This is an optimization exercise on Yosys and OpenROAD, whose aim is small area, a short achievable clock period and few clock cycles per item, not a production implementation.
No functional check of the RTL was part of any run shown here.
Power and IR drop assume default switching activity.

==> flow/design.v (outline; a module is shown in full before it is edited, if it fits) <==
// module fpu32: 372 lines
// module fpu32_mul: 2105 lines
// module fpu32_add: 594 lines
module fpu32 (
    input  wire        clk,
    input  wire        rst,
    input  wire        in_valid,
    input  wire [3:0]  in_op,
    input  wire [1:0]  in_rm,
    input  wire        in_cnan,
    input  wire [31:0] in_a,
    input  wire [31:0] in_b,
    input  wire [31:0] in_c,
    output wire        out_valid,
    output wire [31:0] out_result,
    output wire [4:0]  out_flags
);
  // ...
==> flow/flow/run.sh <==
#!/bin/bash
# Layout flow: the standard synthesis unchanged, then the standard ORFS
# layout steps with a larger setup margin for the resizer's timing repair,
# so that it keeps improving paths well below the 11.5 ns clock.
set -euo pipefail
MARGIN=$(cat flow/margin.txt)
bash standard.sh synth > synth.log 2>&1
bash standard.sh SETUP_SLACK_MARGIN=$MARGIN finish > layout.log 2>&1
==> flow/flow/margin.txt <==
7.5
==> flow/standard.sh <==
#!/bin/bash
# synth_recipe.tcl (not shown) runs the flow's synth.tcl, then flattens the netlist and writes it again
# the make line also repeats each setting of config.mk as NAME=value (left out here)
make -C /OpenROAD-flow-scripts/flow DESIGN_CONFIG=/design/flow/config.mk WORK_HOME=/design/flow/orfs CLKGATE_MAP_FILE= SYNTH_SCRIPT=/design/flow/synth_recipe.tcl "${@:-finish}"
==> flow/config.mk <==
export PLATFORM = sky130hd
export DESIGN_NAME = fpu32
export DESIGN_NICKNAME = fpu32
export VERILOG_FILES = /design/flow/design.v
export SDC_FILE = /design/flow/constraint.sdc
export NUM_CORES = 4
export LEC_CHECK = 0
export CAP_MARGIN = 20
export CORE_MARGIN = 2
export CORE_UTILIZATION = 40
export SLEW_MARGIN = 20
==> flow/constraint.sdc <==
create_clock -name core_clock -period 11.5 [get_ports {clk}]
set_input_delay 2.3000 -clock core_clock [delete_from_list [all_inputs] [get_ports {clk}]]
set_output_delay 2.3000 -clock core_clock [all_outputs]
set_load 0.01 [all_outputs]
==> results.ini, run 1 <==
[sta]
setup_viol=0
max_slew_margin_pct=29.1
tightestPinTransition_ns=1.06

[placement]
place_area_sq_um=53400
globalplace.congestion=1.02

[synthesis]
yosys.area.top_type=dfxtp_1
yosysTopAreaCellShare_pct=27.2
synthAdderAreaFrac_pct=18.5
yosysWarnings=3
syn_area_sq_um=50300
synth_edf_count=0
synth.most_common_cell=dfxtp_1
avgSynthCellArea_sq_um=8.75
ys_seq_area_share_pct=27.2
ys_ff_latch=684
synth_xor_area_share_pct=9.74

[power]
pwr-share-comb_pct=60.8
power_frac_clock_pct=15.0
p_clk_mw=2.73
comb-power_mw=11.0
p_sw_mw=8.48
p_leak_nw=24.2

[floorplan]
die_y_microns=358

[final_layout]
clk_share_pct=4.75
seq_cells=684
mostFrequentLayoutCell=dfxtp_1

[worst_setup_path]
critPathLaunch=g_c0.q_a[27]
endpoint_kind=flop
cpPeakStageDelay_ns=0.54
cp-start-kind=flop
crit_path_end=g_c1.q[3]

[worst_hold_path]
hold-path-endpoint=g_c3.q[5]
hold_path.class=flop to flop

[global_route]
met3_usage_pct=4.26
overflow=0
grt_pass1_wl_mm=270

[detailed_routing]
post_drt_wl_per_cell_microns=24.3
avgViaCountPerCell=5.82

[run_status]
status=finished clean

[cts]
clk_pin_slew_ns=0.06
postCtsResizedCells=183

==> module fpu32, before the edit <==
module fpu32 (
    input  wire        clk,
    input  wire        rst,
    input  wire        in_valid,
    input  wire [3:0]  in_op,
    input  wire [1:0]  in_rm,
    input  wire        in_cnan,
    input  wire [31:0] in_a,
    input  wire [31:0] in_b,
    input  wire [31:0] in_c,
    output wire        out_valid,
    output wire [31:0] out_result,
    output wire [4:0]  out_flags
);
    localparam C0 = 1;   
    localparam C1 = 1;   
    localparam C2 = 1;   
    localparam C3 = 1;   
    localparam C4 = 1;   
    localparam C5 = 1;   
    localparam C6 = 1;   
    localparam [3:0] OP_FADD = 4'h0, OP_FSUB = 4'h1, OP_FMUL = 4'h2,
                     OP_FMA  = 4'h5, OP_FMS  = 4'h6, OP_FMAX = 4'h8,
                     OP_FNEG = 4'h9, OP_FABS = 4'hA;
    localparam [1:0] RNE = 2'd0, RTZ = 2'd1, RDN = 2'd2, RUP = 2'd3;
    localparam [31:0] DEFAULT_NAN = 32'h7FC0_0000;
    localparam [31:0] ONE         = 32'h3F80_0000;
    localparam NST = C0 + C1 + C2 + C3 + C4 + C5 + C6;
    reg [NST-1:0] vpipe;
    always @(posedge clk) begin
        if (rst) vpipe <= {NST{1'b0}};
        else     vpipe <= {vpipe[NST-2:0], in_valid};
    end
    assign out_valid = vpipe[NST-1];
    wire [3:0]  op;
    wire [1:0]  rm0;
    wire        cnan;
    wire [31:0] a, b, c;
    generate if (C0) begin : g_c0
        reg [3:0]  q_op;
        reg [1:0]  q_rm;
        reg        q_cnan;
        reg [31:0] q_a, q_b, q_c;
        always @(posedge clk) begin
            q_op <= in_op; q_rm <= in_rm; q_cnan <= in_cnan;
            q_a <= in_a; q_b <= in_b; q_c <= in_c;
        end
        assign op = q_op; assign rm0 = q_rm; assign cnan = q_cnan;
        assign a = q_a; assign b = q_b; assign c = q_c;
    end else begin : g_c0n
        assign op = in_op; assign rm0 = in_rm; assign cnan = in_cnan;
        assign a = in_a; assign b = in_b; assign c = in_c;
    end endgenerate
    wire op_addsub = (op == OP_FADD) || (op == OP_FSUB);
    wire op_mul    = (op == OP_FMUL);
    wire op_fmas   = (op == OP_FMA) || (op == OP_FMS);
    wire is_arith  = op_addsub || op_mul || op_fmas;
    wire z_neg     = (op == OP_FSUB) || (op == OP_FMS);
    wire [31:0] x = a;
    wire [31:0] y = op_addsub ? ONE : b;
    wire [31:0] z = op_mul ? {a[31] ^ b[31], 31'b0} : (op_fmas ? c : b);
    wire        z_real = !op_mul;
    wire x_expmax = (x[30:23] == 8'hFF);
    wire y_expmax = (y[30:23] == 8'hFF);
    wire z_expmax = (z[30:23] == 8'hFF);
    wire x_zero = (x[30:0] == 31'b0);
    wire y_zero = (y[30:0] == 31'b0);
    wire z_zero = (z[30:0] == 31'b0);
    wire x_inf  = x_expmax && (x[22:0] == 23'b0);
    wire y_inf  = y_expmax && (y[22:0] == 23'b0);
    wire z_inf  = z_expmax && (z[22:0] == 23'b0);
    wire x_nan  = x_expmax && (x[22:0] != 23'b0);
    wire y_nan  = y_expmax && (y[22:0] != 23'b0);
    wire z_nan  = z_expmax && (z[22:0] != 23'b0) && z_real;
    wire x_snan = x_nan && !x[22];
    wire y_snan = y_nan && !y[22];
    wire z_snan = z_nan && !z[22];
    wire sp = x[31] ^ y[31];
    wire sz = z[31] ^ z_neg;
    reg        sp_take;
    reg [31:0] sp_res;
    reg        sp_inv;
    wire prod_0inf = (x_zero && y_inf) || (x_inf && y_zero);
    always @(*) begin
        sp_take = 1'b0;
        sp_res  = 32'b0;
        sp_inv  = 1'b0;
        if (x_nan || y_nan || z_nan) begin
            sp_take = 1'b1;
            if (cnan)        sp_res = DEFAULT_NAN;
            else if (x_nan)  sp_res = x | 32'h0040_0000;
            else if (y_nan)  sp_res = y | 32'h0040_0000;
            else             sp_res = z | 32'h0040_0000;
            sp_inv = x_snan || y_snan || z_snan || prod_0inf;
        end else if (prod_0inf) begin
            sp_take = 1'b1;
            sp_res = DEFAULT_NAN;
            sp_inv = 1'b1;
        end else if (x_inf || y_inf) begin
            sp_take = 1'b1;
            if (z_inf && (sz != sp)) begin
                sp_res = DEFAULT_NAN;
                sp_inv = 1'b1;
            end else begin
                sp_res = {sp, 31'h7F80_0000};
            end
        end else if (z_inf) begin
            sp_take = 1'b1;
            sp_res = {sz, 31'h7F80_0000};
        end else if (x_zero || y_zero) begin
            sp_take = 1'b1;
            if (z_zero)
                sp_res = {(sp == sz) ? sp : (rm0 == RDN), 31'b0};
            else
                sp_res = {sz, z[30:0]};
        end
    end
    wire a_nan  = (a[30:23] == 8'hFF) && (a[22:0] != 23'b0);
    wire b_nan  = (b[30:23] == 8'hFF) && (b[22:0] != 23'b0);
    wire a_snan = a_nan && !a[22];
    wire b_snan = b_nan && !b[22];
    reg a_less_b;
    always @(*) begin
        if (a[31] != b[31])
            a_less_b = a[31];
        else if (a[31])
            a_less_b = (a[30:0] > b[30:0]);
        else
            a_less_b = (a[30:0] < b[30:0]);
    end
    reg [31:0] misc_res;
    reg        misc_inv;
    always @(*) begin
        misc_res = 32'b0;
        misc_inv = 1'b0;
        case (op)
            OP_FNEG: misc_res = {~a[31], a[30:0]};
            OP_FABS: misc_res = {1'b0, a[30:0]};
            default: begin
                if (a_snan || b_snan || (a_nan && b_nan)) begin
                    misc_inv = a_snan || b_snan;
                    if (cnan)       misc_res = DEFAULT_NAN;
                    else if (a_nan) misc_res = a | 32'h0040_0000;
                    else            misc_res = b | 32'h0040_0000;
                end else if (a_nan) begin
                    misc_res = b;
                end else if (b_nan) begin
                    misc_res = a;
                end else if (op == OP_FMAX) begin
                    misc_res = a_less_b ? b : a;
                end else begin
                    misc_res = (a_less_b || a == b) ? a : b;
                end
            end
        endcase
    end
    wire        take  = !is_arith || sp_take;
    wire [31:0] v     = is_arith ? sp_res : misc_res;
    wire        inv0  = is_arith ? sp_inv : misc_inv;
    wire        expff = take && (v[30:23] == 8'hFF);
    wire [31:0] X  = take ? v : x;
    wire [31:0] Y  = take ? ONE : y;
    wire [31:0] Z  = take ? {v[31], 31'b0} : z;
    wire        Zn = take ? 1'b0 : z_neg;
    wire [7:0]  ea = {a[30:24], a[23] | (a[30:23] == 8'd0)};
    wire [7:0]  ebx = {b[30:24], b[23] | (b[30:23] == 8'd0)};
    wire [7:0]  ec = {c[30:24], c[23] | (c[30:23] == 8'd0)};
    wire signed [10:0] sh_fma = $signed({3'b0, ea}) + $signed({3'b0, ebx}) - $signed({3'b0, ec}) - 11'sd100;
    wire signed [10:0] sh_add = $signed({3'b0, ea}) - $signed({3'b0, ebx}) + 11'sd27;
    wire signed [10:0] sh_mul = $signed({3'b0, ea}) + $signed({3'b0, ebx}) - 11'sd101;
    wire signed [10:0] sh = op_addsub ? sh_add : (op_mul ? sh_mul : sh_fma);
    wire        clamp0 = sh[10] && !take;
    wire [6:0]  shc0 = sh[10] ? 7'd0 : ((sh[9:7] != 3'b0) ? 7'd127 : sh[6:0]);
    wire        Xn = (X[30:23] != 8'd0);
    wire        Yn = (Y[30:23] != 8'd0);
    wire        Zh = (Z[30:23] != 8'd0);
    localparam W1 = 2 + 1 + 1 + 1 + 32 * 3 + 3 + 1 + 7;
    wire [W1-1:0] c1_d = {rm0, expff, inv0, Zn, X, Y, Z, Xn, Yn, Zh, clamp0, shc0};
    wire [W1-1:0] c1_q;
    generate if (C1) begin : g_c1
        reg [W1-1:0] q; always @(posedge clk) q <= c1_d; assign c1_q = q;
    end else begin : g_c1n
        assign c1_q = c1_d;
    end endgenerate
    wire [1:0]  rm1; wire expff1, inv1, zn1; wire [31:0] x1, y1, z1; wire xn, yn, zn, clamp1; wire [6:0] shc;
    assign {rm1, expff1, inv1, zn1, x1, y1, z1, xn, yn, zn, clamp1, shc} = c1_q;
    wire [23:0] mx = {xn, x1[22:0]};
    wire [23:0] my = {yn, y1[22:0]};
    wire [23:0] mz = {zn, z1[22:0]};
    wire        sp1 = x1[31] ^ y1[31];
    wire        sz1 = z1[31] ^ zn1;
    wire        esub1 = sp1 ^ sz1;
    wire [74:0] ps_w, pc_w;
    fpu32_mul u_mul (.mx(mx), .my(my), .ps(ps_w), .pc(pc_w));
    wire [8:0]  epbm = {1'b0, x1[30:24], x1[23] | !xn} + {1'b0, y1[30:24], y1[23] | !yn} - 9'd100;
    wire [8:0]  eb = clamp1 ? {1'b0, z1[30:24], z1[23] | !zn} : epbm;
    wire [75:0] aw = {mz, 52'b0} >> shc;
    wire [75:0] zi = aw ^ {76{esub1}};
    reg         ast;
    integer i;
    always @(*) begin
        ast = 1'b0;
        for (i = 0; i < 24; i = i + 1)
            if (mz[i] && (shc > 7'd52 + i[6:0])) ast = 1'b1;
    end
    localparam W2 = 2 + 1 + 1 + 50 + 50 + 76 + 1 + 3 + 9;
    wire [W2-1:0] c2_d = {rm1, expff1, inv1, ps_w[49:0], pc_w[49:0], zi, ast, sp1, sz1, esub1, eb};
    wire [W2-1:0] c2_q;
    generate if (C2) begin : g_c2
        reg [W2-1:0] q; always @(posedge clk) q <= c2_d; assign c2_q = q;
    end else begin : g_c2n
        assign c2_q = c2_d;
    end endgenerate
    wire [1:0]  rm2; wire expff2, inv2;
    wire [49:0] ps2, pc2; wire [75:0] zi2; wire ast2, sp2, sz2, esub2; wire [8:0] eb2;
    assign {rm2, expff2, inv2, ps2, pc2, zi2, ast2, sp2, sz2, esub2, eb2} = c2_q;
    wire [76:0] oa = {25'h1FF_FFFF, ps2, 2'b0};    
    wire [76:0] ob = {27'b0, pc2, 2'b0};
    wire [76:0] oc = {1'b0, zi2};
    wire [76:0] s3 = oa ^ ob ^ oc;
    wire [76:0] c3 = {(oa[75:0] & ob[75:0]) | (oa[75:0] & oc[75:0]) | (ob[75:0] & oc[75:0]), 1'b0};
    wire [76:0] t0, pall_unused;
    wire        co_unused;
    fpu32_add u_add (.a(s3), .b(c3), .s(t0), .pall(pall_unused), .co(co_unused));
    wire        cout = t0[76];
    wire        incr = esub2 & !ast2 & cout;
    wire        neg  = esub2 & !cout;
    wire        rsign = neg ? sz2 : sp2;
    localparam W3 = 2 + 1 + 1 + 76 + 1 + 1 + 1 + 1 + 1 + 9;
    wire [W3-1:0] c3_d = {rm2, expff2, inv2, t0[75:0], incr, neg, ast2, rsign, esub2, eb2};
    wire [W3-1:0] c3_q;
    generate if (C3) begin : g_c3
        reg [W3-1:0] q; always @(posedge clk) q <= c3_d; assign c3_q = q;
    end else begin : g_c3n
        assign c3_q = c3_d;
    end endgenerate
    wire [1:0]  rm3; wire expff3, inv3;
    wire [75:0] t3; wire incr3, neg3, ast3, rsign3, esub3; wire [8:0] eb3;
    assign {rm3, expff3, inv3, t3, incr3, neg3, ast3, rsign3, esub3, eb3} = c3_q;
    wire [75:0] tall;      
    genvar gi;
    generate
        wire [9:0] blk;
        wire [9:0] bpre;
        for (gi = 0; gi < 10; gi = gi + 1) begin : g_blk
            if (gi < 9) assign blk[gi] = &t3[8*gi+7:8*gi];
            else        assign blk[gi] = &t3[75:72];
            if (gi == 0) assign bpre[gi] = 1'b1;
            else         assign bpre[gi] = &blk[gi-1:0];
        end
        for (gi = 0; gi < 76; gi = gi + 1) begin : g_tall
            if (gi % 8 == 0) assign tall[gi] = bpre[gi/8];
            else             assign tall[gi] = bpre[gi/8] & (&t3[gi-1:(gi/8)*8]);
        end
    endgenerate
    wire [75:0] mag3 = t3 ^ ((tall & {76{incr3}}) | {76{neg3}});
    wire ezero3 = (mag3 == 76'b0) && !ast3;
    reg [75:0] mk;
    integer k;
    always @(*) begin
        for (k = 0; k < 76; k = k + 1)
            mk[k] = (eb3 == 9'd76 - k[8:0]);
    end
    wire [127:0] lzin = {mag3 | mk, 52'b0};
    reg [127:0]  zl [0:7];
    reg [6:0]    cl [0:7][0:127];
    reg [6:0]    lzc;
    integer lv, g;
    always @(*) begin
        for (g = 0; g < 128; g = g + 1) begin
            zl[0][g] = !lzin[g];
            cl[0][g] = 7'd0;
        end
        for (lv = 1; lv < 8; lv = lv + 1) begin
            zl[lv] = 128'b0;
            for (g = 0; g < (128 >> lv); g = g + 1) begin
                zl[lv][g] = zl[lv-1][2*g+1] & zl[lv-1][2*g];
                if (zl[lv-1][2*g+1])
                    cl[lv][g] = cl[lv-1][2*g] | (7'd1 << (lv-1));
                else
                    cl[lv][g] = cl[lv-1][2*g+1];
            end
            for (g = (128 >> lv); g < 128; g = g + 1)
                cl[lv][g] = 7'd0;
        end
        lzc = cl[7][0];
    end
    localparam W4 = 2 + 1 + 1 + 76 + 7 + 1 + 1 + 1 + 1 + 9;
    wire [W4-1:0] c4_d = {rm3, expff3, inv3, mag3, lzc, ast3, rsign3, esub3, ezero3, eb3};
    wire [W4-1:0] c4_q;
    generate if (C4) begin : g_c4
        reg [W4-1:0] q; always @(posedge clk) q <= c4_d; assign c4_q = q;
    end else begin : g_c4n
        assign c4_q = c4_d;
    end endgenerate
    wire [1:0]  rm4; wire expff4, inv4;
    wire [75:0] mag4; wire [6:0] lz4; wire ast4, rsign4, esub4, ezero4; wire [8:0] eb4;
    assign {rm4, expff4, inv4, mag4, lz4, ast4, rsign4, esub4, ezero4, eb4} = c4_q;
    wire [75:0] n6 = lz4[6] ? {mag4[11:0], 64'b0} : mag4;
    wire [75:0] n5 = lz4[5] ? {n6[43:0], 32'b0} : n6;
    wire [75:0] n4 = lz4[4] ? {n5[59:0], 16'b0} : n5;
    wire [75:0] n3 = lz4[3] ? {n4[67:0], 8'b0} : n4;
    wire [75:0] n2 = lz4[2] ? {n3[71:0], 4'b0} : n3;
    wire [75:0] n1 = lz4[1] ? {n2[73:0], 2'b0} : n2;
    wire [75:0] nrm = lz4[0] ? {n1[74:0], 1'b0} : n1;
    wire        hidden = nrm[75];
    wire [22:0] frac   = nrm[74:52];
    wire        guard  = nrm[51];
    reg  [50:0] smask;
    integer q;
    always @(*) begin
        for (q = 0; q < 51; q = q + 1)
            smask[q] = ({1'b0, lz4} < 8'd51 - q[7:0]);
    end
    wire        stk    = ((mag4[50:0] & smask) != 51'b0) || ast4;
    wire [9:0]  efld   = hidden ? ({1'b0, eb4} - {3'b0, lz4}) : 10'd0;
    wire        zsign  = esub4 ? (rm4 == RDN) : rsign4;
    localparam W5 = 2 + 1 + 1 + 1 + 23 + 1 + 1 + 1 + 1 + 1 + 10;
    wire [W5-1:0] c5_d = {rm4, expff4, inv4, hidden, frac, guard, stk, rsign4, ezero4, zsign, efld};
    wire [W5-1:0] c5_q;
    generate if (C5) begin : g_c5
        reg [W5-1:0] q; always @(posedge clk) q <= c5_d; assign c5_q = q;
    end else begin : g_c5n
        assign c5_q = c5_d;
    end endgenerate
    wire [1:0]  rm5; wire expff5, inv5;
    wire hid5; wire [22:0] frac5; wire guard5, stk5, rsign5, ezero5, zsign5; wire [9:0] efld5;
    assign {rm5, expff5, inv5, hid5, frac5, guard5, stk5, rsign5, ezero5, zsign5, efld5} = c5_q;
    wire inexact = guard5 | stk5;
    reg  round_up;
    always @(*) begin
        case (rm5)
            RNE: round_up = guard5 && (stk5 || frac5[0]);
            RTZ: round_up = 1'b0;
            RDN: round_up = inexact && rsign5;
            default: round_up = inexact && !rsign5;
        endcase
    end
    wire [23:0] finc = {1'b0, frac5} + 24'd1;
    wire        fcar = round_up && finc[23];
    wire [22:0] rfrac = round_up ? finc[22:0] : frac5;
    wire [9:0]  efp1 = efld5 + 10'd1;
    wire [9:0]  rexp = fcar ? efp1 : efld5;
    wire        ovf = ((efld5 >= 10'd255) || (fcar && efld5 == 10'd254)) && !expff5;
    wire [32:0] rnd = {rexp, rfrac};
    reg [31:0] res;
    reg [4:0]  flg;
    always @(*) begin
        flg = {4'b0, inv5};
        if (ezero5) begin
            res = {zsign5, 31'b0};
        end else if (ovf) begin
            flg[2] = 1'b1;
            flg[4] = 1'b1;
            if (rm5 == RNE || (rm5 == RDN && rsign5) || (rm5 == RUP && !rsign5))
                res = {rsign5, 31'h7F80_0000};
            else
                res = {rsign5, 31'h7F7F_FFFF};
        end else begin
            res = {rsign5, rnd[30:0]};
            flg[4] = inexact;
            flg[3] = inexact && !hid5;
        end
    end
    generate if (C6) begin : g_c6
        reg [31:0] q_res; reg [4:0] q_flg;
        always @(posedge clk) begin q_res <= res; q_flg <= flg; end
        assign out_result = q_res; assign out_flags = q_flg;
    end else begin : g_c6n
        assign out_result = res; assign out_flags = flg;
    end endgenerate
endmodule
==> run 2: changes to the inputs <==
--- a/flow/design.v
+++ b/flow/design.v
@@ -12,54 +12,47 @@
     output wire [31:0] out_result,
     output wire [4:0]  out_flags
 );
-    localparam C0 = 1;   
-    localparam C1 = 1;   
-    localparam C2 = 1;   
-    localparam C3 = 1;   
-    localparam C4 = 1;   
-    localparam C5 = 1;   
-    localparam C6 = 1;   
     localparam [3:0] OP_FADD = 4'h0, OP_FSUB = 4'h1, OP_FMUL = 4'h2,
                      OP_FMA  = 4'h5, OP_FMS  = 4'h6, OP_FMAX = 4'h8,
                      OP_FNEG = 4'h9, OP_FABS = 4'hA;
     localparam [1:0] RNE = 2'd0, RTZ = 2'd1, RDN = 2'd2, RUP = 2'd3;
     localparam [31:0] DEFAULT_NAN = 32'h7FC0_0000;
     localparam [31:0] ONE         = 32'h3F80_0000;
-    localparam NST = C0 + C1 + C2 + C3 + C4 + C5 + C6;
+    localparam C2 = 1, C3 = 1, C4 = 1, C5 = 1, C6 = 1;
+    localparam NST = 1 + C2 + C3 + C4 + C5 + C6;
     reg [NST-1:0] vpipe;
     always @(posedge clk) begin
         if (rst) vpipe <= {NST{1'b0}};
         else     vpipe <= {vpipe[NST-2:0], in_valid};
     end
     assign out_valid = vpipe[NST-1];
-    wire [3:0]  op;
-    wire [1:0]  rm0;
-    wire        cnan;
-    wire [31:0] a, b, c;
-    generate if (C0) begin : g_c0
-        reg [3:0]  q_op;
-        reg [1:0]  q_rm;
-        reg        q_cnan;
-        reg [31:0] q_a, q_b, q_c;
-        always @(posedge clk) begin
-            q_op <= in_op; q_rm <= in_rm; q_cnan <= in_cnan;
-            q_a <= in_a; q_b <= in_b; q_c <= in_c;
-        end
-        assign op = q_op; assign rm0 = q_rm; assign cnan = q_cnan;
-        assign a = q_a; assign b = q_b; assign c = q_c;
-    end else begin : g_c0n
-        assign op = in_op; assign rm0 = in_rm; assign cnan = in_cnan;
-        assign a = in_a; assign b = in_b; assign c = in_c;
-    end endgenerate
-    wire op_addsub = (op == OP_FADD) || (op == OP_FSUB);
-    wire op_mul    = (op == OP_FMUL);
-    wire op_fmas   = (op == OP_FMA) || (op == OP_FMS);
+    wire op_addsub = (in_op == OP_FADD) || (in_op == OP_FSUB);
+    wire op_mul    = (in_op == OP_FMUL);
+    wire op_fmas   = (in_op == OP_FMA) || (in_op == OP_FMS);
     wire is_arith  = op_addsub || op_mul || op_fmas;
-    wire z_neg     = (op == OP_FSUB) || (op == OP_FMS);
-    wire [31:0] x = a;
-    wire [31:0] y = op_addsub ? ONE : b;
-    wire [31:0] z = op_mul ? {a[31] ^ b[31], 31'b0} : (op_fmas ? c : b);
-    wire        z_real = !op_mul;
+    wire z_neg     = (in_op == OP_FSUB) || (in_op == OP_FMS);
+    wire ha = (in_a[30:23] != 8'd0);
+    wire hb = (in_b[30:23] != 8'd0);
+    wire hc = (in_c[30:23] != 8'd0);
+    wire [31:0] x0 = in_a;
+    wire [31:0] y0 = op_addsub ? ONE : in_b;
+    wire [31:0] z0 = op_mul ? {in_a[31] ^ in_b[31], 31'b0} : (op_fmas ? in_c : in_b);
+    wire        hx0 = ha;
+    wire        hy0 = op_addsub | hb;
+    wire        hz0 = op_mul ? 1'b0 : (op_fmas ? hc : hb);
+    reg  [1:0]  rm1;
+    reg         cnan1, arith1, mul1, zneg1, max1, neg1, abs1;
+    reg  [31:0] x1, y1, z1;
+    reg         xn, yn, zn;
+    always @(posedge clk) begin
+        rm1 <= in_rm; cnan1 <= in_cnan;
+        arith1 <= is_arith; mul1 <= op_mul; zneg1 <= z_neg;
+        max1 <= (in_op == OP_FMAX); neg1 <= (in_op == OP_FNEG); abs1 <= (in_op == OP_FABS);
+        x1 <= x0; y1 <= y0; z1 <= z0;
+        xn <= hx0; yn <= hy0; zn <= hz0;
+    end
+    wire [31:0] x = x1, y = y1, z = z1;
+    wire        z_real = !mul1;
     wire x_expmax = (x[30:23] == 8'hFF);
     wire y_expmax = (y[30:23] == 8'hFF);
     wire z_expmax = (z[30:23] == 8'hFF);
@@ -75,8 +68,9 @@
     wire x_snan = x_nan && !x[22];
     wire y_snan = y_nan && !y[22];
     wire z_snan = z_nan && !z[22];
-    wire sp = x[31] ^ y[31];
-    wire sz = z[31] ^ z_neg;
+    wire sp1 = x[31] ^ y[31];
+    wire sz1 = z[31] ^ zneg1;
+    wire esub1 = sp1 ^ sz1;
     reg        sp_take;
     reg [31:0] sp_res;
     reg        sp_inv;
@@ -87,7 +81,7 @@
         sp_inv  = 1'b0;
         if (x_nan || y_nan || z_nan) begin
             sp_take = 1'b1;
-            if (cnan)        sp_res = DEFAULT_NAN;
+            if (cnan1)       sp_res = DEFAULT_NAN;
             else if (x_nan)  sp_res = x | 32'h0040_0000;
             else if (y_nan)  sp_res = y | 32'h0040_0000;
             else             sp_res = z | 32'h0040_0000;
@@ -98,113 +92,92 @@
             sp_inv = 1'b1;
         end else if (x_inf || y_inf) begin
             sp_take = 1'b1;
-            if (z_inf && (sz != sp)) begin
+            if (z_inf && (sz1 != sp1)) begin
                 sp_res = DEFAULT_NAN;
                 sp_inv = 1'b1;
             end else begin
-                sp_res = {sp, 31'h7F80_0000};
+                sp_res = {sp1, 31'h7F80_0000};
             end
         end else if (z_inf) begin
             sp_take = 1'b1;
-            sp_res = {sz, 31'h7F80_0000};
+            sp_res = {sz1, 31'h7F80_0000};
         end else if (x_zero || y_zero) begin
             sp_take = 1'b1;
             if (z_zero)
-                sp_res = {(sp == sz) ? sp : (rm0 == RDN), 31'b0};
+                sp_res = {(sp1 == sz1) ? sp1 : (rm1 == RDN), 31'b0};
             else
-                sp_res = {sz, z[30:0]};
+                sp_res = {sz1, z[30:0]};
         end
     end
-    wire a_nan  = (a[30:23] == 8'hFF) && (a[22:0] != 23'b0);
-    wire b_nan  = (b[30:23] == 8'hFF) && (b[22:0] != 23'b0);
-    wire a_snan = a_nan && !a[22];
-    wire b_snan = b_nan && !b[22];
+    wire a_snan = x_nan && !x[22];
+    wire b_snan = y_nan && !y[22];
     reg a_less_b;
     always @(*) begin
-        if (a[31] != b[31])
-            a_less_b = a[31];
-        else if (a[31])
-            a_less_b = (a[30:0] > b[30:0]);
+        if (x[31] != y[31])
+            a_less_b = x[31];
+        else if (x[31])
+            a_less_b = (x[30:0] > y[30:0]);
         else
-            a_less_b = (a[30:0] < b[30:0]);
+            a_less_b = (x[30:0] < y[30:0]);
     end
     reg [31:0] misc_res;
     reg        misc_inv;
     always @(*) begin
         misc_res = 32'b0;
         misc_inv = 1'b0;
-        case (op)
-            OP_FNEG: misc_res = {~a[31], a[30:0]};
-            OP_FABS: misc_res = {1'b0, a[30:0]};
-            default: begin
-                if (a_snan || b_snan || (a_nan && b_nan)) begin
-                    misc_inv = a_snan || b_snan;
-                    if (cnan)       misc_res = DEFAULT_NAN;
-                    else if (a_nan) misc_res = a | 32'h0040_0000;
-                    else            misc_res = b | 32'h0040_0000;
-                end else if (a_nan) begin
-                    misc_res = b;
-                end else if (b_nan) begin
-                    misc_res = a;
-                end else if (op == OP_FMAX) begin
-                    misc_res = a_less_b ? b : a;
-                end else begin
-                    misc_res = (a_less_b || a == b) ? a : b;
-                end
-            end
-        endcase
+        if (neg1)
+            misc_res = {~x[31], x[30:0]};
+        else if (abs1)
+            misc_res = {1'b0, x[30:0]};
+        else if (a_snan || b_snan || (x_nan && y_nan)) begin
+            misc_inv = a_snan || b_snan;
+            if (cnan1)      misc_res = DEFAULT_NAN;
+            else if (x_nan) misc_res = x | 32'h0040_0000;
+            else            misc_res = y | 32'h0040_0000;
+        end else if (x_nan) begin
+            misc_res = y;
+        end else if (y_nan) begin
+            misc_res = x;
+        end else if (max1) begin
+            misc_res = a_less_b ? y : x;
+        end else begin
+            misc_res = (a_less_b || x == y) ? x : y;
+        end
     end
-    wire        take  = !is_arith || sp_take;
-    wire [31:0] v     = is_arith ? sp_res : misc_res;
-    wire        inv0  = is_arith ? sp_inv : misc_inv;
-    wire        expff = take && (v[30:23] == 8'hFF);
-    wire [31:0] X  = take ? v : x;
-    wire [31:0] Y  = take ? ONE : y;
-    wire [31:0] Z  = take ? {v[31], 31'b0} : z;
-    wire        Zn = take ? 1'b0 : z_neg;
-    wire [7:0]  ea = {a[30:24], a[23] | (a[30:23] == 8'd0)};
-    wire [7:0]  ebx = {b[30:24], b[23] | (b[30:23] == 8'd0)};
-    wire [7:0]  ec = {c[30:24], c[23] | (c[30:23] == 8'd0)};
-    wire signed [10:0] sh_fma = $signed({3'b0, ea}) + $signed({3'b0, ebx}) - $signed({3'b0, ec}) - 11'sd100;
-    wire signed [10:0] sh_add = $signed({3'b0, ea}) - $signed({3'b0, ebx}) + 11'sd27;
-    wire signed [10:0] sh_mul = $signed({3'b0, ea}) + $signed({3'b0, ebx}) - 11'sd101;
-    wire signed [10:0] sh = op_addsub ? sh_add : (op_mul ? sh_mul : sh_fma);
-    wire        clamp0 = sh[10] && !take;
-    wire [6:0]  shc0 = sh[10] ? 7'd0 : ((sh[9:7] != 3'b0) ? 7'd127 : sh[6:0]);
-    wire        Xn = (X[30:23] != 8'd0);
-    wire        Yn = (Y[30:23] != 8'd0);
-    wire        Zh = (Z[30:23] != 8'd0);
-    localparam W1 = 2 + 1 + 1 + 1 + 32 * 3 + 3 + 1 + 7;
-    wire [W1-1:0] c1_d = {rm0, expff, inv0, Zn, X, Y, Z, Xn, Yn, Zh, clamp0, shc0};
-    wire [W1-1:0] c1_q;
-    generate if (C1) begin : g_c1
-        reg [W1-1:0] q; always @(posedge clk) q <= c1_d; assign c1_q = q;
-    end else begin : g_c1n
-        assign c1_q = c1_d;
-    end endgenerate
-    wire [1:0]  rm1; wire expff1, inv1, zn1; wire [31:0] x1, y1, z1; wire xn, yn, zn, clamp1; wire [6:0] shc;
-    assign {rm1, expff1, inv1, zn1, x1, y1, z1, xn, yn, zn, clamp1, shc} = c1_q;
+    wire        take1  = !arith1 || sp_take;
+    wire [31:0] v      = arith1 ? sp_res : misc_res;
+    wire        inv1   = arith1 ? sp_inv : misc_inv;
+    wire        vnorm  = (v[30:23] != 8'd0);
+    wire        expff1 = take1 && (v[30:23] == 8'hFF);
+    wire [8:0]  evb    = {1'b0, v[30:24], v[23] | !vnorm};
     wire [23:0] mx = {xn, x1[22:0]};
     wire [23:0] my = {yn, y1[22:0]};
     wire [23:0] mz = {zn, z1[22:0]};
-    wire        sp1 = x1[31] ^ y1[31];
-    wire        sz1 = z1[31] ^ zn1;
-    wire        esub1 = sp1 ^ sz1;
     wire [74:0] ps_w, pc_w;
     fpu32_mul u_mul (.mx(mx), .my(my), .ps(ps_w), .pc(pc_w));
-    wire [8:0]  epbm = {1'b0, x1[30:24], x1[23] | !xn} + {1'b0, y1[30:24], y1[23] | !yn} - 9'd100;
-    wire [8:0]  eb = clamp1 ? {1'b0, z1[30:24], z1[23] | !zn} : epbm;
-    wire [75:0] aw = {mz, 52'b0} >> shc;
-    wire [75:0] zi = aw ^ {76{esub1}};
-    reg         ast;
+    wire [7:0]  exb = {x1[30:24], x1[23] | !xn};
+    wire [7:0]  eyb = {y1[30:24], y1[23] | !yn};
+    wire [7:0]  ezb = {z1[30:24], z1[23] | !zn};
+    wire signed [10:0] sh = $signed({3'b0, exb}) + $signed({3'b0, eyb}) - $signed({3'b0, ezb}) - 11'sd100;
+    wire        clamp1 = sh[10];
+    wire [8:0]  epbm = {1'b0, exb} + {1'b0, eyb} - 9'd100;
+    wire [8:0]  eb = clamp1 ? {1'b0, ezb} : epbm;
+    wire [75:0] awr = {mz, 52'b0} >> sh[6:0];
+    wire [75:0] aw  = sh[10] ? {mz, 52'b0} : ((sh[9:7] != 3'b0) ? 76'b0 : awr);
+    wire [75:0] zi  = aw ^ {76{esub1}};
+    reg  [4:0]  tz;
     integer i;
     always @(*) begin
-        ast = 1'b0;
-        for (i = 0; i < 24; i = i + 1)
-            if (mz[i] && (shc > 7'd52 + i[6:0])) ast = 1'b1;
+        tz = 5'd0;
+        for (i = 23; i >= 0; i = i - 1)
+            if (mz[i]) tz = i[4:0];
     end
-    localparam W2 = 2 + 1 + 1 + 50 + 50 + 76 + 1 + 3 + 9;
-    wire [W2-1:0] c2_d = {rm1, expff1, inv1, ps_w[49:0], pc_w[49:0], zi, ast, sp1, sz1, esub1, eb};
+    wire signed [10:0] shl = $signed({3'b0, exb}) + $signed({3'b0, eyb}) - $signed({3'b0, ezb})
+                             - $signed({6'b0, tz}) - 11'sd153;
+    wire        ast = (mz != 24'b0) && !shl[10];
+    localparam W2 = 2 + 1 + 1 + 50 + 50 + 76 + 1 + 3 + 9 + 1 + 1 + 24 + 9;
+    wire [W2-1:0] c2_d = {rm1, expff1, inv1, ps_w[49:0], pc_w[49:0], zi, ast, sp1, sz1, esub1, eb,
+                          take1, v[31], vnorm, v[22:0], evb};
     wire [W2-1:0] c2_q;
     generate if (C2) begin : g_c2
         reg [W2-1:0] q; always @(posedge clk) q <= c2_d; assign c2_q = q;
@@ -213,7 +186,8 @@
     end endgenerate
     wire [1:0]  rm2; wire expff2, inv2;
     wire [49:0] ps2, pc2; wire [75:0] zi2; wire ast2, sp2, sz2, esub2; wire [8:0] eb2;
-    assign {rm2, expff2, inv2, ps2, pc2, zi2, ast2, sp2, sz2, esub2, eb2} = c2_q;
+    wire        take2, vs2, vh2; wire [22:0] vf2; wire [8:0] ev2;
+    assign {rm2, expff2, inv2, ps2, pc2, zi2, ast2, sp2, sz2, esub2, eb2, take2, vs2, vh2, vf2, ev2} = c2_q;
     wire [76:0] oa = {25'h1FF_FFFF, ps2, 2'b0};    
     wire [76:0] ob = {27'b0, pc2, 2'b0};
     wire [76:0] oc = {1'b0, zi2};
@@ -227,7 +201,8 @@
     wire        neg  = esub2 & !cout;
     wire        rsign = neg ? sz2 : sp2;
     localparam W3 = 2 + 1 + 1 + 76 + 1 + 1 + 1 + 1 + 1 + 9;
-    wire [W3-1:0] c3_d = {rm2, expff2, inv2, t0[75:0], incr, neg, ast2, rsign, esub2, eb2};
+    wire [W3-1:0] c3_d = take2 ? {rm2, expff2, inv2, vh2, vf2, 52'b0, 1'b0, 1'b0, 1'b0, vs2, 1'b0, ev2}
+                               : {rm2, expff2, inv2, t0[75:0], incr, neg, ast2, rsign, esub2, eb2};
     wire [W3-1:0] c3_q;
     generate if (C3) begin : g_c3
         reg [W3-1:0] q; always @(posedge clk) q <= c3_d; assign c3_q = q;
==> run 2 against run 1 <==
  * Still clean on timing, DRC and antenna
  * Combinational power rose by 13%
  * Largest cell class unchanged
  * Synthesized cell count down 4.7%
  * Critical path type unchanged
  * Critical endpoint is now g_c3.q[60]
  * Clock-buffer cell count is 13 lower
  * Highest routed layer unchanged
  * Sequential power shrank 15%
==> results.ini, run 2 <==
[detailed_routing]
route.detailed.drc=0  ; unchanged
post_drt_wl_per_cell_microns=24.7  ; was 24.3 microns
routed_wl_mm=177  ; was 183 mm
postRouteAntennaNets=0  ; unchanged
vias=41800  ; was 43,900
avgViaCountPerCell=5.84  ; was 5.82
first_pass_iters=9  ; was 6
drt-initial-drc-count=4797  ; was 4,126

[floorplan]
boundaryPins=144  ; unchanged
placement_rows=125  ; was 130
die_y_microns=346  ; was 358 microns
die_area_sq_um=120000  ; was 129,000 sq um
core-area_sq_um=116000  ; was 125,000 sq um
fp.dieW_microns=346  ; was 358 microns
start_util_pct=40.3  ; was 40.2%

[final_layout]
nNetsFinal=6236  ; was 6,468
final_cell_mix=541 x dfxtp_1, 482 x nand2_1, 439 x inv_1  ; was 641 x dfxtp_1, 500 x inv_1, 408 x xnor2_1
antenna_cells=0  ; was 2
fin_area_sq_um=56900  ; was 59,400 sq um
multi_input_area_sq_um=33600  ; was 34,600 sq um
syn_to_final_growth_pct=21.6  ; was 18.2%
mostFrequentLayoutCell=dfxtp_1  ; unchanged
fill_cells=10900  ; was 11,800
seqCellArea_sq_um=12400  ; was 13,800 sq um
largest_reg_flops=223  ; was 189
largestRegisters=g_c2.q x223, g_c4.q x100, g_c3.q x94  ; was g_c2.q x189, g_c1.q x112, g_c4.q x100
drive_gt1_share_pct=16.4  ; was 14.7%
regMostFlops=g_c2.q  ; unchanged

[global_route]
overflow=0  ; unchanged
grt_max_degree=74  ; was 64
antenna_found_initial=2  ; was 5
gr-usage-all-layers_pct=28.2  ; was 27.6%
grt_pass1_wl_mm=258  ; was 270 mm
grt_pass1_vias=40500  ; was 42,900

[worst_setup_path]
endpoint_kind=flop  ; unchanged
r2r_cells=18  ; was 21
worst_ep_arrival_time_ns=4.62  ; was 5.12 ns
cp_cell_sequence=fa_1, ha_1, a21oi_2, nand4b_1, a2111oi_4, o21a_2, o31ai_4, buf_6, buf_4, buf_6, nor2_4, nand4_1, and2_4, o21ai_4, a21o_1, a21o_1, fa_2, nor2b_4  ; was or4_4, or4_4, nand2b_4, ha_4, nor2b_1, o21a_1, o21bai_1, a21oi_2, o21bai_1, a21oi_2, o21ai_2, and2_4, ha_1, inv_2, ha_4, or4_4, a31oi_4, o21ai_2, o22ai_2, buf_6, a21oi_1
cpPeakStageDelay_ns=0.51  ; was 0.54 ns
worst_ep_required_time_ns=12.01  ; was 12.04 ns
cp-start-kind=flop  ; unchanged
path_buf_inv=3  ; was 2
path_depth=18  ; was 21
crit_fanout=4  ; was 7
crit_family=adder cells  ; was simple AND/OR/NAND/NOR gates
path_class=flop to flop  ; unchanged
critical_path.slowest_cell=fa_1  ; was or4_4

[synthesis]
synth_flop_cell=dfxtp_1  ; unchanged
synthTopCellsByCount=610 x dfxtp_1, 505 x nand2_1, 484 x inv_1  ; was 684 x dfxtp_1, 525 x inv_1, 419 x xnor2_1
yosys.area.top_type=dfxtp_1  ; unchanged
syn_area_sq_um=46800  ; was 50,300 sq um
synthCells=5472  ; was 5,742
yosysTopAreaCellShare_pct=26.1  ; was 27.2%
syn-num-nets=6121  ; was 6,391
synth_edf_count=0  ; unchanged
ys_seq_area_share_pct=26.1  ; was 27.2%
synth_cell_type_count=92  ; was 103
ys_ff_latch=610  ; was 684
synthArstFlopShare_pct=0  ; unchanged
yosys-top-cells-area=dfxtp_1 26%, fa_1 14%, xnor2_1 7.7%  ; was dfxtp_1 27%, fa_1 13%, xnor2_1 7.3%
synth.most_common_cell=dfxtp_1  ; unchanged
avgSynthCellArea_sq_um=8.55  ; was 8.75 sq um
yosysWarnings=3  ; unchanged

[sta]
tightestPinTransition_ns=1.12  ; was 1.06 ns
fin_skew_ns=0.0258  ; was 0.0291 ns
worst_slack_ns=7.39  ; was 6.92 ns
setup_viol=0  ; unchanged
clock.fmax_mhz=243  ; was 218 MHz
hold_slack_ns=0.318  ; was 0.324 ns
rsz0062_at_grt=true  ; unchanged
fin_crit_ns=4.11  ; was 4.58 ns
max_slew_margin_pct=23.2  ; was 29.1%
period_share_pct=35.7  ; was 39.8%
tns_ns=0  ; unchanged
hold_viol=0  ; unchanged
drv_slew=0  ; unchanged

[cts]
htree_num_levels=3  ; unchanged
clk_latency_ns=0.64  ; was 0.69 ns
cts_tree=done  ; unchanged
cts.path.max_buffers=3  ; unchanged
clk_pin_slew_ns=0.06  ; about the same
cts-root-buf=clkbuf_16  ; unchanged
postCtsHoldBufs=0  ; unchanged
clkSinkCount=610  ; was 684
cts_buffers=73  ; was 80

[power]
powerDensity_nw_per_um2=329  ; was 306 nW/um^2
p_leak_nw=23.3  ; was 24.2 nW
ir_drop_v=0.000222  ; was 0.000168 V

[placement]
globalplace.congestion=0.983  ; was 1.02
portBuffers=142  ; unchanged
pre_cts_ws_ns=5.89  ; was 6.41 ns
hpwl_mm=125  ; was 132 mm
place_area_sq_um=49700  ; was 53,400 sq um

[worst_hold_path]
hold_path_depth=0  ; unchanged
hold_path.class=flop to flop  ; unchanged

[flow_run]
maxCapViolations=0  ; unchanged

[run_status]
status=finished clean  ; unchanged

[run 2: power by group]
group | internal, mW | switching (mW)
clock | 1.52 | 0.985
sequential | 2.99 | 0.763
combinational | 5.31 | 7.13
total | 9.82 | 8.88
[run 2: worst register-to-register path, delay by kind of cell (launching register included)]
kind                       cells  cell delay [ns]
and+or+nand+nor                5             0.81
buffers and inverters          3             0.39
DFF                            1             0.32
AOI/OAI and AO/OA              7             1.15
adders and majority gates      3             1.29
[run 2: worst paths after layout]
check | end | start | slack, ns
setup reg to reg | g_c3.q[60] | g_c2.q[126] | 7.39
setup / recovery | g_c3.q[60] | g_c2.q[126] | 7.39
hold / removal | g_c3.q[92] | g_c2.q[226] | 0.32
hold reg to reg | g_c3.q[92] | g_c2.q[226] | 0.32
[run 2: cells by family after synthesis]
group                    Yosys count  synth area share [%]
AO/OA/AOI/OAI                   1249                  17.6
AND/OR/NAND/NOR                 1458                  14.8
other                              1               0.00802
adder cells (fa/ha/maj)          549                  20.0
XOR/XNOR                         528                  9.88
buffers and inverters            870                  7.04
multiplexers                     207                  4.54
flip-flops                       610                  26.1
[run 2: what timing repair did]
action,4_1_cts,5_1_grt
cloned,17,13
setup buffers,77,70
pin swaps,75,169
resized for setup,322,364
setup endpoints to repair,249,205
[run 2: metal layers]
metal	global-route usage, %	vias to the layer above	part of all wire (%)
li1	-	18900	-
met1	36.6	20100	40
met2	44.7	2231	45
met3	5.72	562	8.7
met4	13.8	2	6.1
met5	0	-	0.0073
[run 2: through the flow]
step                      utilization (%)  power, mW  instances
after detailed placement             42.8       14.4       6859
final                                49.0       18.7       7167
after global placement               42.8       14.2       6859
after floorplan                         -       10.9       5472
after global routing                 49.0       20.1       7167
after CTS                            47.0       17.7       7084
[run 2: area by class of cell]
| cell class | count | area share, % |
|---|---|---|
| multi-input cells | 3998 | 59.1 |
| flip-flops and latches | 610 | 21.8 |
| repair buffers | 408 | 7.85 |
| clock buffers | 90 | 3.50 |
| inverters | 493 | 3.36 |
| well taps | 1524 | 3.35 |
| clock inverters | 41 | 1.05 |
| repair inverters | 3 | 0.0374 |
==> run 3: changes to the inputs <==
--- a/flow/config.mk
+++ b/flow/config.mk
@@ -7,5 +7,5 @@
 export LEC_CHECK = 0
 export CAP_MARGIN = 20
 export CORE_MARGIN = 2
-export CORE_UTILIZATION = 40
+export CORE_UTILIZATION = 60
 export SLEW_MARGIN = 20
==> run 3 against run 2 <==
  * Critical endpoint is now g_c2.q[148]
  * Largest cell class unchanged
  * Global-route usage increased by 14 points
  * Clock-buffer cell count decreased by 5
  * Highest routed layer unchanged
  * Area after synthesis unchanged
  * Sequential power increased by 2%
  * Wire length increased by 4.2%
  * Critical path type unchanged
==> results.ini, run 3 <==
[detailed_routing]
routed_wl_mm=184  ; was 177 mm
postRouteAntennaNets=0  ; unchanged
first_pass_iters=16  ; was 9
drt-initial-drc-count=6893  ; was 4,797
post_drt_wl_per_cell_microns=27.6  ; was 24.7 microns
avgViaCountPerCell=6.61  ; was 5.84
route.detailed.drc=0  ; unchanged
vias=44300  ; was 41,800

[placement]
globalplace.congestion=1.03  ; was 0.983
place_area_sq_um=49100  ; was 49,700 sq um
pre_cts_ws_ns=6.00  ; was 5.89 ns
hpwl_mm=123  ; was 125 mm
place_inst=6378  ; was 6,859
portBuffers=142  ; unchanged

[synthesis]
ys_seq_area_share_pct=26.1  ; unchanged
synth.most_common_cell=dfxtp_1  ; unchanged
syn_area_sq_um=46800  ; unchanged
yosys.area.top_type=dfxtp_1  ; unchanged
yosys-top-cells-area=dfxtp_1 26%, fa_1 14%, xnor2_1 7.7%  ; unchanged
synth_cell_type_count=92  ; unchanged
synthCells=5472  ; unchanged
synth_flop_cell=dfxtp_1  ; unchanged
yosysTopAreaCellShare_pct=26.1  ; unchanged
synthTopCellsByCount=610 x dfxtp_1, 505 x nand2_1, 484 x inv_1  ; unchanged
yosysWarnings=3  ; unchanged
synth_edf_count=0  ; unchanged
ys_ff_latch=610  ; unchanged
syn-num-nets=6121  ; unchanged
avgSynthCellArea_sq_um=8.55  ; unchanged
synthArstFlopShare_pct=0  ; unchanged

[final_layout]
final_core_util_pct=72.5  ; was 49.0%
fin_area_sq_um=56100  ; was 56,900 sq um
largest_reg_flops=223  ; unchanged
drive_gt1_share_pct=16.8  ; was 16.4%
mostFrequentLayoutCell=dfxtp_1  ; unchanged
largestRegisters=g_c2.q x223, g_c4.q x100, g_c3.q x94  ; unchanged
syn_to_final_growth_pct=19.9  ; was 21.6%
regMostFlops=g_c2.q  ; unchanged
nNetsFinal=6249  ; was 6,236
final_cell_mix=550 x dfxtp_1, 483 x nand2_1, 439 x inv_1  ; was 541 x dfxtp_1, 482 x nand2_1, 439 x inv_1
finalNonFillerCells=6695  ; was 7,167

[worst_setup_path]
cp-start-kind=flop  ; unchanged
worst_ep_required_time_ns=12.02  ; was 12.01 ns
worst_ep_arrival_time_ns=4.71  ; was 4.62 ns
crit_fanout=14  ; was 4
endpoint_kind=flop  ; unchanged
path_class=flop to flop  ; unchanged

[sta]
hold_viol=0  ; unchanged
hold_slack_ns=0.324  ; was 0.318 ns
rsz0062_at_grt=true  ; unchanged
period_share_pct=36.4  ; was 35.7%
fin_skew_ns=0.0222  ; was 0.0258 ns
tns_ns=0  ; unchanged
drv_slew=0  ; unchanged
tightestPinTransition_ns=1.21  ; was 1.12 ns
setup_viol=0  ; unchanged
fin_crit_ns=4.18  ; was 4.11 ns
max_slew_margin_pct=19.2  ; was 23.2%
worst_slack_ns=7.32  ; was 7.39 ns
clock.fmax_mhz=239  ; was 243 MHz

[power]
p_leak_nw=23.1  ; was 23.3 nW
powerDensity_nw_per_um2=328  ; was 329 nW/um^2
ir_drop_v=0.000289  ; was 0.000222 V
p_total_mw=18.4  ; was 18.7 mW

[cts]
htree_num_levels=3  ; unchanged
cts.path.max_buffers=3  ; unchanged
postCtsHoldBufs=0  ; unchanged
clk_pin_slew_ns=0.07  ; was 0.06 ns
cts_tree=done  ; unchanged
cts_buffers=68  ; was 73
clk_latency_ns=0.65  ; was 0.64 ns
clkSinkCount=610  ; unchanged
cts-root-buf=clkbuf_16  ; unchanged

[floorplan]
core-area_sq_um=77300  ; was 116,000 sq um
die_area_sq_um=80200  ; was 120,000 sq um
start_util_pct=60.5  ; was 40.3%
die_y_microns=283  ; was 346 microns
placement_rows=102  ; was 125
boundaryPins=144  ; unchanged
fp.dieW_microns=283  ; was 346 microns

[global_route]
grtUsageMet2_pct=65.9  ; was 44.7%
busiest_layer=met2  ; unchanged
grt_max_degree=93  ; was 74
overflow=0  ; unchanged
use_met1_pct=51.4  ; was 36.6%
gr-usage-all-layers_pct=42.3  ; was 28.2%
met3_usage_pct=11.6  ; was 5.72%
antenna_found_initial=6  ; was 2
grt_pass1_wl_mm=259  ; was 258 mm
grt_pass1_vias=42100  ; was 40,500

[flow_run]
maxCapViolations=0  ; unchanged

[run_status]
status=finished clean  ; unchanged

[worst_hold_path]
hold_path.class=flop to flop  ; unchanged

## run 3: kinds of logic (layout without fill, tap and decap cells)
family                   Yosys count  count (layout)  synth area share (%)
flip-flops                       610             610                  26.1
buffers and inverters            870            1045                  7.04
adder cells (fa/ha/maj)          549             549                  20.0
AO/OA/AOI/OAI                   1249            1251                  17.6
other                              1               3               0.00802
XOR/XNOR                         528             528                  9.88
multiplexers                     207             207                  4.54
AND/OR/NAND/NOR                 1458            1462                  14.8
## run 3: final timing paths
kind / startpoint / end / slack, ns / cells past startpoint
setup reg to reg: y1[5] / g_c2.q[148] / 7.32 / 13
hold / removal: g_c2.q[225] / g_c3.q[91] / 0.32 / 0
setup / recovery: y1[5] / g_c2.q[148] / 7.32 / 13
hold reg to reg: g_c2.q[225] / g_c3.q[91] / 0.32 / 0
## run 3: layout make-up
cell class                 count  area, sq um
timing repair inverter         3         16.3
tap                         1040         1300
multi-input combinational   3998        33500
inverter                     493         1910
clock inverter                38          507
fill                        5654        21200
timing repair buffer         426         4570
antenna                        2         5.00
clock buffer                  85         1870
sequential                   610        12400
## run 3: metal layers
layer  part of all wire (%)  up-vias
li1                       -    18900
met3                     13     1152
met2                     43     3322
met1                     35    20800
met4                    9.5        4
met5                  0.029        -
## run 3: report_power, final
group,switching (mW),internal (mW),leakage (nW)
registers,0.827,2.98,5.13
clock network,0.993,1.32,1.14
logic,7.07,5.19,16.9
total,8.89,9.49,23.1
## run 3: repair_timing
item,CTS,global route
pin swaps,51,188
setup endpoints to repair,249,197
gates cloned,16,17
resized for setup,283,387
setup buffers,80,79
endpoints found under the hold margin,0,0
## run 3: worst max-delay path, stage by stage (launching register included)
cell and delay, ns:
dfxtp_4 0.36, buf_4 0.16, ha_4 0.16, nor2_4 0.39
inv_8 0.16, xnor2_1 0.21, fa_1 0.59, inv_1 0.07
fa_2 0.54, inv_1 0.06, fa_2 0.35, fa_1 0.49
inv_1 0.05, fa_1 0.43

==> afterwards: timing with drivers on the ports <==
How much do the figures lean on ideal ports? The routed layouts below were timed once more, with nothing changed but the port constraints.
Step 1 sets driving cells, clkbuf_16 on the clock port and buf_2 on the other inputs (assumed; they add their load-dependent delay and slew).
Step 2 times the ports against the registers' clock, not the clock port: input delays grow and output delays shrink by t, the midpoint of the rising clock arrivals with the driver on.
Three values: ideal, step 1, step 2; two values: the first two.
| run | t, ns | slack for setup (ns) | hold WS [ns] | clock arrival spread, ns | worst slew at a driven data input, ns |
|---|---|---|---|---|---|
| run 1 | 0.755 | 6.919 / 6.919 / 6.919 | 0.324 / 0.324 / 0.324 | 0.036 / 0.036 | 0.08 |
| run 2 | 0.705 | 7.391 / 7.391 / 7.011 | 0.318 / 0.318 / 0.318 | 0.034 / 0.034 | 0.06 |
| run 3 | 0.708 | 7.318 / 7.318 / 7.016 | 0.324 / 0.324 / 0.324 | 0.025 / 0.025 | 0.08 |
After both steps setup and hold are still met in every run listed. For run 2, which loses most, drivers alone change the setup slack by 0.000 ns; drivers and shift together by -0.380 ns.
